From an optimization exercise on the open Yosys and OpenROAD flow, aimed at a short achievable clock period and few clock cycles per item; shortcuts taken in it are not production practice.
The RTL was checked by simulation tests, not by an equivalence proof against the original design.
Power is estimated from default activity; no workload was simulated.

===== flow/design.v =====
module chk_unit (
    input  wire        clk,
    input  wire        rst,         
    input  wire        wr_ctrl,
    input  wire        wr_state,
    input  wire        wr_aux,
    input  wire        wr_count,
    input  wire        wr_feed,
    input  wire [2:0]  feed_bytes,  
    input  wire [31:0] wdata,
    output wire        busy,
    output wire        bad_alg,     
    output wire [31:0] rd_ctrl,
    output wire [31:0] rd_state,
    output wire [31:0] rd_aux,
    output wire [31:0] rd_result,
    output wire [31:0] rd_count
);
    localparam [2:0] ALG_CRC8   = 3'd0;
    localparam [2:0] ALG_CRC16  = 3'd1;
    localparam [2:0] ALG_CRC32  = 3'd2;
    localparam [2:0] ALG_CRC32C = 3'd3;
    localparam [2:0] ALG_FLETCH = 3'd4;
    reg  [2:0]  alg;
    reg  [31:0] state;
    reg         pending;
    reg  [7:0]  aux_byte;
    reg  [31:0] count;
    reg  [23:0] feed_buf;
    reg  [1:0]  feed_left;
    assign busy = (feed_left != 2'd0);
    function [15:0] add_mod65535;
        input [15:0] a;
        input [15:0] b;
        reg   [16:0] s;
        reg   [15:0] t;
        begin
            s = {1'b0, a} + {1'b0, b};
            t = s[15:0] + {15'd0, s[16]};
            add_mod65535 = (t == 16'hFFFF) ? 16'h0000 : t;
        end
    endfunction
    function [31:0] fletcher_word;
        input [31:0] st;
        input [15:0] w;
        reg   [15:0] s1;
        reg   [15:0] s2;
        begin
            s1 = add_mod65535(st[15:0], w);
            s2 = add_mod65535(st[31:16], s1);
            fletcher_word = {s2, s1};
        end
    endfunction
    function [7:0] crc8_byte;
        input [7:0] crc;
        input [7:0] d;
        integer i;
        reg [7:0] c;
        begin
            c = crc ^ d;
            for (i = 0; i < 8; i = i + 1)
                c = c[7] ? ((c << 1) ^ 8'h07) : (c << 1);
            crc8_byte = c;
        end
    endfunction
    function [15:0] crc16_byte;
        input [15:0] crc;
        input [7:0]  d;
        integer i;
        reg [15:0] c;
        begin
            c = crc ^ {d, 8'h00};
            for (i = 0; i < 8; i = i + 1)
                c = c[15] ? ((c << 1) ^ 16'h1021) : (c << 1);
            crc16_byte = c;
        end
    endfunction
    function [31:0] crc32r_byte;
        input [31:0] crc;
        input [7:0]  d;
        input [31:0] rpoly;
        integer i;
        reg [31:0] c;
        begin
            c = crc ^ {24'd0, d};
            for (i = 0; i < 8; i = i + 1)
                c = c[0] ? ((c >> 1) ^ rpoly) : (c >> 1);
            crc32r_byte = c;
        end
    endfunction
    wire [7:0] cur_byte = busy ? feed_buf[7:0] : wdata[7:0];
    reg [31:0] step_state;
    reg        step_pending;
    always @(*) begin
        step_state   = state;
        step_pending = pending;
        case (alg)
            ALG_CRC8:   step_state = {state[31:8],  crc8_byte(state[7:0], cur_byte)};
            ALG_CRC16:  step_state = {state[31:16], crc16_byte(state[15:0], cur_byte)};
            ALG_CRC32:  step_state = crc32r_byte(state, cur_byte, 32'hEDB8_8320);
            ALG_CRC32C: step_state = crc32r_byte(state, cur_byte, 32'h82F6_3B78);
            ALG_FLETCH: begin
                if (pending) begin
                    step_state   = fletcher_word(state, {cur_byte, aux_byte});
                    step_pending = 1'b0;
                end else begin
                    step_pending = 1'b1;
                end
            end
            default: ;
        endcase
    end
    wire fletch_hold = (alg == ALG_FLETCH) && !pending;
    wire       ctrl_init   = wdata[31];
    wire       alg_ok      = (wdata[2:0] <= 3'd4);
    wire [2:0] alg_next    = alg_ok ? wdata[2:0] : alg;
    assign     bad_alg     = wr_ctrl && !alg_ok;
    reg [31:0] init_value;
    always @(*) begin
        case (alg_next)
            ALG_CRC8:   init_value = 32'h0000_0000;
            ALG_CRC16:  init_value = 32'h0000_FFFF;
            ALG_CRC32:  init_value = 32'hFFFF_FFFF;
            ALG_CRC32C: init_value = 32'hFFFF_FFFF;
            default:    init_value = 32'h0000_0000;
        endcase
    end
    reg [31:0] width_mask;
    always @(*) begin
        case (alg)
            ALG_CRC8:  width_mask = 32'h0000_00FF;
            ALG_CRC16: width_mask = 32'h0000_FFFF;
            default:   width_mask = 32'hFFFF_FFFF;
        endcase
    end
    always @(posedge clk) begin
        if (rst) begin
            alg       <= ALG_CRC32;
            state     <= 32'hFFFF_FFFF;
            pending   <= 1'b0;
            aux_byte  <= 8'h00;
            count     <= 32'd0;
            feed_buf  <= 24'd0;
            feed_left <= 2'd0;
        end else if (busy) begin
            state     <= step_state;
            pending   <= step_pending;
            if (fletch_hold)
                aux_byte <= feed_buf[7:0];
            count     <= count + 32'd1;
            feed_buf  <= {8'h00, feed_buf[23:8]};
            feed_left <= feed_left - 2'd1;
        end else if (wr_feed) begin
            state     <= step_state;
            pending   <= step_pending;
            if (fletch_hold)
                aux_byte <= wdata[7:0];
            count     <= count + 32'd1;
            feed_buf  <= wdata[31:8];
            feed_left <= feed_bytes[1:0] - 2'd1;  
        end else begin
            if (wr_ctrl) begin
                alg <= alg_next;
                if (ctrl_init) begin
                    state    <= init_value;
                    pending  <= 1'b0;
                    aux_byte <= 8'h00;
                    count    <= 32'd0;
                end
            end
            if (wr_state)
                state <= (state & ~width_mask) | (wdata & width_mask);
            if (wr_aux) begin
                pending  <= wdata[8];
                aux_byte <= wdata[7:0];
            end
            if (wr_count)
                count <= wdata;
        end
    end
    reg [31:0] result;
    always @(*) begin
        case (alg)
            ALG_CRC8:   result = state & 32'h0000_00FF;
            ALG_CRC16:  result = state & 32'h0000_FFFF;
            ALG_CRC32:  result = ~state;
            ALG_CRC32C: result = ~state;
            ALG_FLETCH: result = pending ? fletcher_word(state, {8'h00, aux_byte}) : state;
            default:    result = state;
        endcase
    end
    assign rd_ctrl   = {29'd0, alg};
    assign rd_state  = state & width_mask;
    assign rd_aux    = {23'd0, pending, aux_byte};
    assign rd_result = result;
    assign rd_count  = count;
endmodule
module chk_block (
    input  wire        clk,
    input  wire        rst,          
    input  wire        flr,          
    input  wire        req_valid,
    output wire        req_ready,
    input  wire        req_write,
    input  wire        req_host,     
    input  wire [7:0]  req_addr,
    input  wire [31:0] req_wdata,
    output reg         rsp_valid,
    output reg  [31:0] rsp_rdata
);
    wire       is_status = (req_addr == 8'h00);
    wire       is_unit   = (req_addr[7:6] == 2'b01 || req_addr[7:6] == 2'b10)
                           && (req_addr[3] == 1'b0);
    wire [2:0] unit_sel  = {req_addr[7], req_addr[5:4]};
    wire [2:0] reg_sel   = req_addr[2:0];
    wire [7:0] unit_busy;
    wire       target_busy = is_unit && unit_busy[unit_sel];
    assign req_ready = !flr && !target_busy;
    wire accept   = req_valid && req_ready;
    wire do_write = accept && req_write;
    wire do_read  = accept && !req_write;
    wire owned_drop = do_write && is_unit && req_host && !unit_sel[2];
    wire unit_wr    = do_write && is_unit && !owned_drop;
    wire [7:0]  unit_bad_alg;
    wire [31:0] rd_ctrl   [0:7];
    wire [31:0] rd_state  [0:7];
    wire [31:0] rd_aux    [0:7];
    wire [31:0] rd_result [0:7];
    wire [31:0] rd_count  [0:7];
    genvar g;
    generate
        for (g = 0; g < 8; g = g + 1) begin : u
            wire sel = unit_wr && (unit_sel == g);
            wire [2:0] nbytes = (reg_sel == 3'd1) ? 3'd1 :
                                (reg_sel == 3'd2) ? 3'd2 : 3'd4;
            chk_unit unit (
                .clk        (clk),
                .rst        (rst || (flr && (g >= 4))),
                .wr_ctrl    (sel && reg_sel == 3'd0),
                .wr_state   (sel && reg_sel == 3'd4),
                .wr_aux     (sel && reg_sel == 3'd5),
                .wr_count   (sel && reg_sel == 3'd7),
                .wr_feed    (sel && (reg_sel == 3'd1 || reg_sel == 3'd2 ||
                                     reg_sel == 3'd3)),
                .feed_bytes (nbytes),
                .wdata      (req_wdata),
                .busy       (unit_busy[g]),
                .bad_alg    (unit_bad_alg[g]),
                .rd_ctrl    (rd_ctrl[g]),
                .rd_state   (rd_state[g]),
                .rd_aux     (rd_aux[g]),
                .rd_result  (rd_result[g]),
                .rd_count   (rd_count[g])
            );
        end
    endgenerate
    reg bad_alg_flag;
    reg unit_owned_flag;
    wire status_clr = do_write && is_status;
    always @(posedge clk) begin
        if (rst) begin
            bad_alg_flag    <= 1'b0;
            unit_owned_flag <= 1'b0;
        end else begin
            if (|unit_bad_alg)
                bad_alg_flag <= 1'b1;
            else if (status_clr && req_wdata[1])
                bad_alg_flag <= 1'b0;
            if (owned_drop)
                unit_owned_flag <= 1'b1;
            else if (status_clr && req_wdata[0])
                unit_owned_flag <= 1'b0;
        end
    end
    reg [31:0] rd_value;
    always @(*) begin
        rd_value = 32'd0;
        if (is_status)
            rd_value = {30'd0, bad_alg_flag, unit_owned_flag};
        else if (is_unit) begin
            case (reg_sel)
                3'd0: rd_value = rd_ctrl[unit_sel];
                3'd4: rd_value = rd_state[unit_sel];
                3'd5: rd_value = rd_aux[unit_sel];
                3'd6: rd_value = rd_result[unit_sel];
                3'd7: rd_value = rd_count[unit_sel];
                default: rd_value = 32'd0;    
            endcase
        end
    end
    always @(posedge clk) begin
        if (rst) begin
            rsp_valid <= 1'b0;
            rsp_rdata <= 32'd0;
        end else begin
            rsp_valid <= do_read;
            rsp_rdata <= do_read ? rd_value : 32'd0;
        end
    end
endmodule

===== flow/run.sh =====
#!/bin/bash
# synth_recipe.tcl (not shown) runs the flow's synth.tcl, then flattens the netlist and writes it again
# the make line also repeats each setting of config.mk as NAME=value (left out here)
make -C /OpenROAD-flow-scripts/flow DESIGN_CONFIG=/design/flow/config.mk WORK_HOME=/design/flow/orfs CLKGATE_MAP_FILE= SYNTH_SCRIPT=/design/flow/synth_recipe.tcl finish

===== flow/config.mk =====
export PLATFORM = sky130hd
export DESIGN_NAME = chk_block
export DESIGN_NICKNAME = chk_block
export VERILOG_FILES = /design/flow/design.v
export SDC_FILE = /design/flow/constraint.sdc
export NUM_CORES = 8
export LEC_CHECK = 0
export CAP_MARGIN = 20
export CORE_MARGIN = 2
export CORE_UTILIZATION = 30
export PLACE_DENSITY = 0.5
export SLEW_MARGIN = 20

===== flow/constraint.sdc =====
create_clock -name core_clock -period 13.0 [get_ports {clk}]
set_input_delay 2.6000 -clock core_clock [delete_from_list [all_inputs] [get_ports {clk}]]
set_output_delay 2.6000 -clock core_clock [all_outputs]
set_load 0.01 [all_outputs]

==> summary.txt <==
* Final net count at 16100
* Synthesized cell area at about 110000 sq um
* Global route overflow at 0
* Starting Density at 0.302
* Drt first-iter violations at 22000
* # IOs at 80
* Final setup violating endpoints at 0
* Fraction of final layout cells with drive strength greater than 1 at 0.108
* Worst-Skew Late Latency at 0.97 ns
* Fin. max-slew vios at 0
* CP startpoint kind: register
* Top cell by count, worst path: ha_1
* CTS Buf Count at 120
* Worst Max-Slew Pin Slew at 1.39 ns
* FP Rows at between 200 and 250
* Number of flops mapped to enable cells by yosys at 0
* R2r endpoint: rsp_rdata[16]
* Worst reg2reg setup slack at 0.56 ns
* Die area at between 300000 and 400000 sq um
* Clock power frac at 0.356
* Rel. slew slack at 0.0705
* Fin Clk Skew at 0.119 ns
* Asr flop ratio synth at 0
* Vias per cell at 6.48
* Maxcap violations at 0
* GRT Util Overall at 0.398
* Leakage power at approximately 46 nW
* Sw Pwr at 4.14 mW
* Critical Path AT at between 10 and 15 ns
* Via Count at 134000
* Max VDD drop at between 100 and 150 uV
* Crit path max-delay cell type: a311oi_1
* Clock tree sinks at 851
* Area growth from synthesis to layout at 14.0%
* Power per cell area at 84.0 nW/um^2
* Top cell type's share of synthesized area at 0.157
* Commonest non-fill, non-tap cell in the layout: nand2_1
* Die H at 605 um
* Register area share after synthesis at 0.157
* Synth Instances at ~16000
* DRT Wirelength at 765000 um
* Net count after synthesis at 16100
* Max Buffers Root-to-Sink at 4
* Routed len/inst at roughly 37 um
* Post-synth cell types at 137
* Endpoint type of the worst setup path: register
* Period minus WS final at 12.44 ns
* Worst hold start: u[3].unit.feed_buf[18]
* R2r startpoint: u[3].unit.aux_byte[0]
* WP data required at 13.66 ns
* Hold Path Class: register to register
* Largest net degree at the start of global routing at 81
* TritonCTS clock tree: done
* Final HPWL DP at 593000 um
* Post-layout util at 0.344
* Postcts setup bufs at 0
* Clock Root Buffer: clkbuf_16
* Post-CTS Resized at 0
* Fmax at 80.4 MHz
* Final period util at 0.957
* Remaining DRCs at 0
* Hold buffers post-CTS at 0
* Unrepaired setup endpoints after global routing: false
* Die width at 605 um
* Antenna violations before repair at about 130
* Comb pwr share at 0.392
* Critical path class: register to register
* Largest area contributor in the netlist: dfxtp_1
* Ys flop type: dfxtp_1
* Syn Area/Cell at 6.96 sq um
* Switching Share at 0.399
* Final antenna-violating net count at 0
* Status: complete, no violations
* Hold Crit Depth at 2
* Max Fanout on Critical Path at 8
* WHS Endpoint: u[3].unit.feed_buf[18]
* Port buffer count at 79
* Cell Int Power at 6.24 mW
* Worst-path clk slew at 0.06 ns
* Vias in the first global route at between 100k and 150k
* Global-route wire length before repair at 1030000 um
* Routability cong. at 1.10
* CP max stage delay at 0.97 ns
* Pre-antenna DRT Iters at 10
* Most frequent cells in the layout: 1663 x nand2_1, 1517 x nor2_1, 1511 x a21oi_1
* Ys Warns at 2
* Max H-tree Level at 3
* #FFs+latches synth at 851
* Synth area leaders: dfxtp_1 16%, xnor2_1 12%, a21oi_1 7.0%
* Core area at 359000 sq um
* Sequential power share at 0.252
* Fin. Hold Viols at 0
* Worst Reg-to-Reg Cells at 49
* Tot Pwr at roughly 10 mW
power groups by stage:
stage          Clock, mW  Sequential (mW)  Combinational, mW
6_report            3.70             2.61               4.07
5_1_grt             3.80             2.61               4.25
4_1_cts             3.70             2.61               3.92
3_5_place_dp           0             2.67               3.90
3_3_place_gp           0             2.67               3.93
2_1_floorplan          0             2.67               2.51
how the worst max path moves through the flow:
stage,start,to
final,u[3].unit.aux_byte[0],rsp_rdata[16]
after global routing,req_wdata[0],register
after CTS,req_wdata[1],register
after detailed placement,req_wdata[1],register
after global placement,req_wdata[1],register
after floorplan,req_wdata[0],register
per-layer routing:
metal | share of wire | routed length [um] | global-route usage | vias up
met5 | 0.00047 | 359 | 0 | -
met4 | 0.083 | 63600 | 0.299 | 41
met3 | 0.11 | 87200 | 0.107 | 2064
met2 | 0.40 | 307000 | 0.557 | 9295
met1 | 0.40 | 307000 | 0.518 | 65200
li1 | - | - | - | 57000
metrics by stage:
step	instances	setup TNS [ns]	hold slack [ns]	area, sq um	worst slack, ns
finish	20600	0	0.455	124000	0.555
global route	20500	0	0.467	123000	0.0120
CTS	20500	0	0.455	123000	0.516
detailed placement	20300	-6.29	0.447	119000	-0.372
global placement	20300	-6.49	0.443	119000	-0.383
floorplan	15600	0	0.426	108000	0.213
cell usage after synthesis, types with 34 or more instances:
cell and instances:
a211oi_1 195, nand4_1 145, nand2_1 1671, o21bai_1 147
maj3_1 40, a21oi_1 1516, and3_1 262, buf_1 127
or2_2 58, and2_1 148, nand2b_1 115, xnor2_1 1450
o211ai_1 152, nor2_1 1564, a221o_1 51, nand3_1 387
a311oi_1 197, clkbuf_1 1041, mux2_2 46, a21boi_0 74
a21o_1 155, o2111ai_1 38, a22oi_1 206, nor2b_1 152
a222oi_1 164, buf_2 34, o221ai_1 77, mux2i_1 143
o22ai_1 213, a31oi_1 195, o31ai_1 100, nor3_1 401
a211o_1 41, ha_1 419, a221oi_1 228, or4_1 36
o21ai_0 801, xor2_1 621, or3_1 84, dfxtp_1 851
o21a_1 49, inv_1 399, nor4_1 98
critical path, delay by kind of cell, from the launching register on:
kind / cells / cell delay (ns)
flip-flops: 1 / 0.60
AND/OR/NAND/NOR: 20 / 4.14
AO/OA/AOI/OAI: 15 / 3.70
XOR/XNOR: 2 / 0.60
adder cells (fa/ha/maj): 7 / 2.29
buffers and inverters: 5 / 0.75
logic make-up after synthesis:
kind of cell               synth area share
adders and majority gates            0.0565
muxes                                0.0238
xor gates and xnor gates              0.171
buffers and inverters                0.0576
and+or+nand+nor                       0.230
AOI/OAI and AO/OA                     0.304
DFF                                   0.157
layout make-up:
cell class	count	area, sq um
tap	4773	5970
antenna	124	310
sequential	851	17000
fill	39200	236000
clock inverter	63	805
multi-input combinational	13100	85700
clock buffer	153	3370
inverter	420	1580
timing repair buffer	1148	8850
Testbench counts, summed over its fixed seeds: cycles 9,006, bytes 12,977.

==> what the ideal ports hide <==
The results above use ideal ports. As a check the final layout listed here was re-extracted and re-timed, cells and wires unchanged.
Step 1, drivers: a clkbuf_16 drives clk and a buf_2 each remaining input, both assumed.
Step 2 moves the port delays by t, midway between the first and last clock arrival at a register: inputs arrive t later, outputs are due t later. That takes back most of the time a late clock gives input paths.
Slacks: ideal ports / drivers / drivers and shift; pairs: ideal ports / drivers.
t, ns: 1.040
setup WS [ns]: 0.555 / 0.555 / -0.395
slew at the worst register clock pin (ns): 0.09 / 0.09
worst data-port slew with drivers (ns): 0.18
With both steps, setup timing fails in this run, where it was met with ideal ports. For this run, drivers alone change the setup slack by 0.000 ns; drivers and shift together by -0.950 ns.
